What follows belongs to an exercise in optimizing a design on an open flow for small area, a short achievable clock period and few clock cycles per item; a production flow would make more cautious choices.
Only simulation tests tie the RTL to the original design; equivalence was not proved.
Power figures rest on the tool's default switching activity, not on a simulated workload.

north:
## meas_stream
module meas_stream (
  input  wire        clk,
  input  wire        rst_n,
  input  wire        in_valid,
  output wire        in_ready,
  input  wire        in_cfg,
  input  wire [31:0] in_word,
  input  wire [3:0]  cfg_rank_win,
  input  wire [3:0]  cfg_rank,
  input  wire [2:0]  cfg_resp,
  input  wire [23:0] cfg_offset,
  input  wire [31:0] cfg_gain,
  output reg         out_valid,
  output reg  [31:0] out_value,
  output reg         out_sat,
  output reg         err_valid,
  output reg         err_fault
);
  integer m, mc;
  reg         rdy;
  reg         r0_v, r0_cfg;
  reg  [31:0] r0_word;
  reg  [3:0]  r0_rw, r0_rk;
  reg  [2:0]  r0_rs;
  reg  [23:0] r0_off;
  reg  [31:0] r0_gain;
  reg         tk2, tk3, tk4, tk5, tk6, tk7;    
  wire        r0_hold = r0_v & r0_cfg & (tk2 | tk3 | tk4 | tk5 | tk6);
  wire        s1_cfg;
  assign in_ready = rdy;
  always @(posedge clk) begin
    if (!rst_n) begin
      r0_v <= 1'b0;
      rdy  <= 1'b1;
    end else begin
      if (!r0_hold) r0_v <= in_valid;
      rdy <= ~(r0_hold ? (tk2 | tk3 | tk4 | tk5)
                       : (in_valid & in_cfg & (s1_cfg | tk2 | tk3 | tk4 | tk5)));
    end
    r0_word <= in_word;
    if (!r0_hold) begin
      r0_cfg  <= in_cfg;
      r0_rw   <= cfg_rank_win;
      r0_rk   <= cfg_rank;
      r0_rs   <= cfg_resp;
      r0_off  <= cfg_offset;
      r0_gain <= cfg_gain;
    end
  end
  reg  [3:0]  cur_rw, cur_rk;
  reg  [2:0]  cur_rs;
  reg  [23:0] off_new, off_cur;
  reg  [31:0] gain_new, gain_cur;
  reg  [6:0]  n7;         
  reg  [2:0]  nm8;        
  reg  [1:0]  fail_run;
  reg  [23:0] last_val;
  reg         last_sat, last_refns;
  ...
Size in the first run: about 15000 cells after synthesis, ~3100 flip-flops, roughly 140 I/O pins, about 170000 µm² of cells after synthesis.
==> flow/config.mk <==
export PLATFORM = sky130hd
export DESIGN_NAME = meas_stream
export DESIGN_NICKNAME = meas_stream
export VERILOG_FILES = /design/flow/design.v
export SDC_FILE = /design/flow/constraint.sdc
export NUM_CORES = 4
export LEC_CHECK = 0
export CAP_MARGIN = 20
export CORE_MARGIN = 2
export CORE_UTILIZATION = 40
export CTS_CLUSTER_DIAMETER = 70
export CTS_CLUSTER_SIZE = 22
export SLEW_MARGIN = 20
export SYNTH_MEMORY_MAX_BITS = 65536
==> flow/constraint.sdc <==
create_clock -name core_clock -period 15.0 [get_ports {clk}]
set_input_delay 3.0000 -clock core_clock [delete_from_list [all_inputs] [get_ports {clk}]]
set_output_delay 3.0000 -clock core_clock [all_outputs]
set_load 0.01 [all_outputs]
standard.sh (not shown) runs the stock make flow with config.mk's settings and CLKGATE_MAP_FILE= SYNTH_SCRIPT=/design/flow/synth_recipe.tcl, a recipe that flattens the netlist after the stock synthesis.
==> flow/flow/run.sh <==
#!/bin/bash
# Standard ORFS layout (the standard.sh: standard synthesis, floorplan,
# placement, CTS, routing, finish) with two repair settings changed:
#  - the timing repair steps aim for a setup slack well above the 15 ns
#    constraint, so that they work on the design's real critical paths
#    (the clock period and the SDC are unchanged);
#  - gate sizing may pick any drive strength, not only cells of the same
#    footprint.
# The tools' output goes to make_finish.log in this folder (ORFS also keeps
# its per-step logs under orfs/logs).
set -euo pipefail
MARGIN=${MARGIN:-11.0}
bash standard.sh SETUP_SLACK_MARGIN=$MARGIN MATCH_CELL_FOOTPRINT=0 finish > make_finish.log 2>&1
Testbench counts of north, summed over its fixed seeds: cycles 29,088, items 28,800.
### north -> south
- CTS_BUF_LIST newly set to sky130_fd_sc_hd__clkbuf_8 sky130_fd_sc_hd__clkbuf_16
diff --git a/flow/flow/run.sh b/flow/flow/run.sh
--- a/flow/flow/run.sh
+++ b/flow/flow/run.sh
@@ -12 +12 @@
-MARGIN=${MARGIN:-11.0}
+MARGIN=${MARGIN:-10.75}
- Cmp north and south / power / lower: south
- Wire length on met3 was lower in south than in north.
- Post-CTS setup buffer count (lower): south
- For the power per standard cell area, south came in about 0.33% higher than north did.
- Density: south sparser than north
- In the metrics for north and south, the one carrying the higher final non-filler cell total is north.
- Area fraction of clock buffers and clock inverters of north is on par with south.
- Changes observed in south relative to north: setup slack has decreased, layout overhead on the synthesized area has decreased, met3 track utilization from global routing has decreased.
Input changes introduced in east (baseline for comparison: south):
- a deleted CTS_BUF_LIST that had been sky130_fd_sc_hd__clkbuf_8 sky130_fd_sc_hd__clkbuf_16
- In terms of worst hold slack, south and east differ only marginally.
- Between east and south, the area growth from synthesis to final layout does not differ in any meaningful way.
- The wire length on east is in line with that on south.
- Worst setup slack essentially unchanged between south and east.
- Looking at east and south, the slack of the worst reg-to-reg path is a wash.
- south -> east: core utilization of the finished layout flat
- On design area, east and south are neck and neck.

Another version of the RTL of meas_stream (not shown whole).
Size: ~15,000 cells after synthesis, ~3,000 flip-flops, roughly 140 I/O pins, about 170,000 sq um of cells after synthesis.
export LEC_CHECK = 0
export CAP_MARGIN = 20
export CORE_MARGIN = 2
export CORE_UTILIZATION = 40
export CTS_CLUSTER_DIAMETER = 70
export CTS_CLUSTER_SIZE = 22
export SLEW_MARGIN = 20
export SYNTH_MEMORY_MAX_BITS = 65536
create_clock -name core_clock -period 15.0 [get_ports {clk}]
==> flow/flow/run.sh <==
#!/bin/bash
# Standard ORFS layout (the standard.sh: standard synthesis, floorplan,
# placement, CTS, routing, finish) with two repair settings changed:
#  - the timing repair steps aim for a setup slack well above the 15 ns
#    constraint, so that they work on the design's real critical paths
#    (the clock period and the SDC are unchanged);
#  - gate sizing may pick any drive strength, not only cells of the same
#    footprint.
# The tools' output goes to make_finish.log in this folder (ORFS also keeps
# its per-step logs under orfs/logs).
set -euo pipefail
MARGIN=${MARGIN:-10.75}
bash standard.sh SETUP_SLACK_MARGIN=$MARGIN MATCH_CELL_FOOTPRINT=0 finish > make_finish.log 2>&1
Testbench counts at the start, summed over its fixed seeds: cycles 29,088, items 28,800.
Next try:
Settings changed: PLACE_DENSITY from default to 0.7.
Outcome: The new run passed the timing, design-rule and antenna checks. Final area barely changes. Register-to-register slack gets worse by 0.06 ns. Routed wire length drops by 2.4%. Worst setup slack gets better by 0.027 ns. Die area is unchanged. Power hardly moves. Clock power drops by 5.5%. Combinational power climbs by about 4%.

== red ==
meas_stream, a different RTL version from the one above (not shown whole).
Size: ~15000 cells after synthesis, ~3100 flip-flops, about 140 I/O pins, ~0.18 mm² of cells after synthesis.
clock: 15.0 ns
lec_check: 0
cap_margin: 20
core_margin: 2
core_utilization: 55
cts_cluster_diameter: 70
cts_cluster_size: 22
place_density: 0.68
slew_margin: 20
synth_memory_max_bits: 65536
==> flow/flow/run.sh <==
#!/bin/bash
# Standard ORFS layout (the standard.sh: standard synthesis, floorplan,
# placement, CTS, routing, finish) with two repair settings changed:
#  - the timing repair steps aim for a setup slack well above the 15 ns
#    constraint, so that they work on the design's real critical paths
#    (the clock period and the SDC are unchanged);
#  - gate sizing may pick any drive strength, not only cells of the same
#    footprint.
# The tools' output goes to make_finish.log in this folder (ORFS also keeps
# its per-step logs under orfs/logs).
set -euo pipefail
MARGIN=${MARGIN:-10.5}
bash standard.sh SETUP_SLACK_MARGIN=$MARGIN MATCH_CELL_FOOTPRINT=0 finish > make_finish.log 2>&1
Testbench counts of red, summed over its fixed seeds: cycles 29,088, items 28,800.
For blue, these inputs were changed with respect to red:
diff --git a/flow/config.mk b/flow/config.mk
--- a/flow/config.mk
+++ b/flow/config.mk
@@ -8,8 +8,7 @@
 export CAP_MARGIN = 20
 export CORE_MARGIN = 2
-export CORE_UTILIZATION = 55
+export CORE_UTILIZATION = 40
 export CTS_CLUSTER_DIAMETER = 70
 export CTS_CLUSTER_SIZE = 22
-export PLACE_DENSITY = 0.68
 export SLEW_MARGIN = 20
 export SYNTH_MEMORY_MAX_BITS = 65536
### Flow results
- Final core utilization, blue and red: lower on blue
- In blue, the clock network latency to the later pin of the worst-skew pair came out 60 ps above the value in red.
- Taking red as the reference point, the met2 capacity usage during global routing of blue falls by 12 points.

-- what the ideal ports hide --
The flow's constraints put no driver on any port. The routed layouts listed below were extracted and timed again, unchanged, in two steps. Step 1: set_driving_cell puts a clkbuf_16 on clk and a buf_2 on each other input, an assumption about the parent block. Step 2 times the ports against the registers' clock, not the clock port: input delays grow and output delays shrink by t, the midpoint of the rising clock arrivals with the driver on. Slacks: ideal ports / drivers / drivers and shift; pairs: ideal ports / drivers.
run | shift t [ns] | slack for setup (ns) | clock arrival spread, ns | slew at the worst register clock pin (ns) | worst data-port slew with drivers (ns)
north | 1.075 | 10.565 / 10.447 / 10.243 | 0.091 / 0.091 | 0.11 / 0.11 | 0.08
south | 1.079 | 10.542 / 10.443 / 10.100 | 0.096 / 0.096 | 0.11 / 0.11 | 0.08
east | 1.080 | 10.540 / 10.443 / 10.103 | 0.092 / 0.092 | 0.10 / 0.10 | 0.08
the first run of note 2 | 1.059 | 10.626 / 10.511 / 10.272 | 0.113 / 0.113 | 0.10 / 0.10 | 0.14
the second run of note 2 | 1.046 | 10.653 / 10.539 / 10.198 | 0.105 / 0.105 | 0.10 / 0.10 | 0.12
red | 1.022 | 10.465 / 10.415 / 10.393 | 0.086 / 0.087 | 0.10 / 0.10 | 0.09
blue | 1.087 | 10.511 / 10.416 / 10.434 | 0.106 / 0.107 | 0.10 / 0.10 | 0.09
After both steps every run listed still meets setup and hold. For the second run of note 2, which loses most, drivers alone change the setup slack by -0.114 ns; drivers and shift together by -0.455 ns.
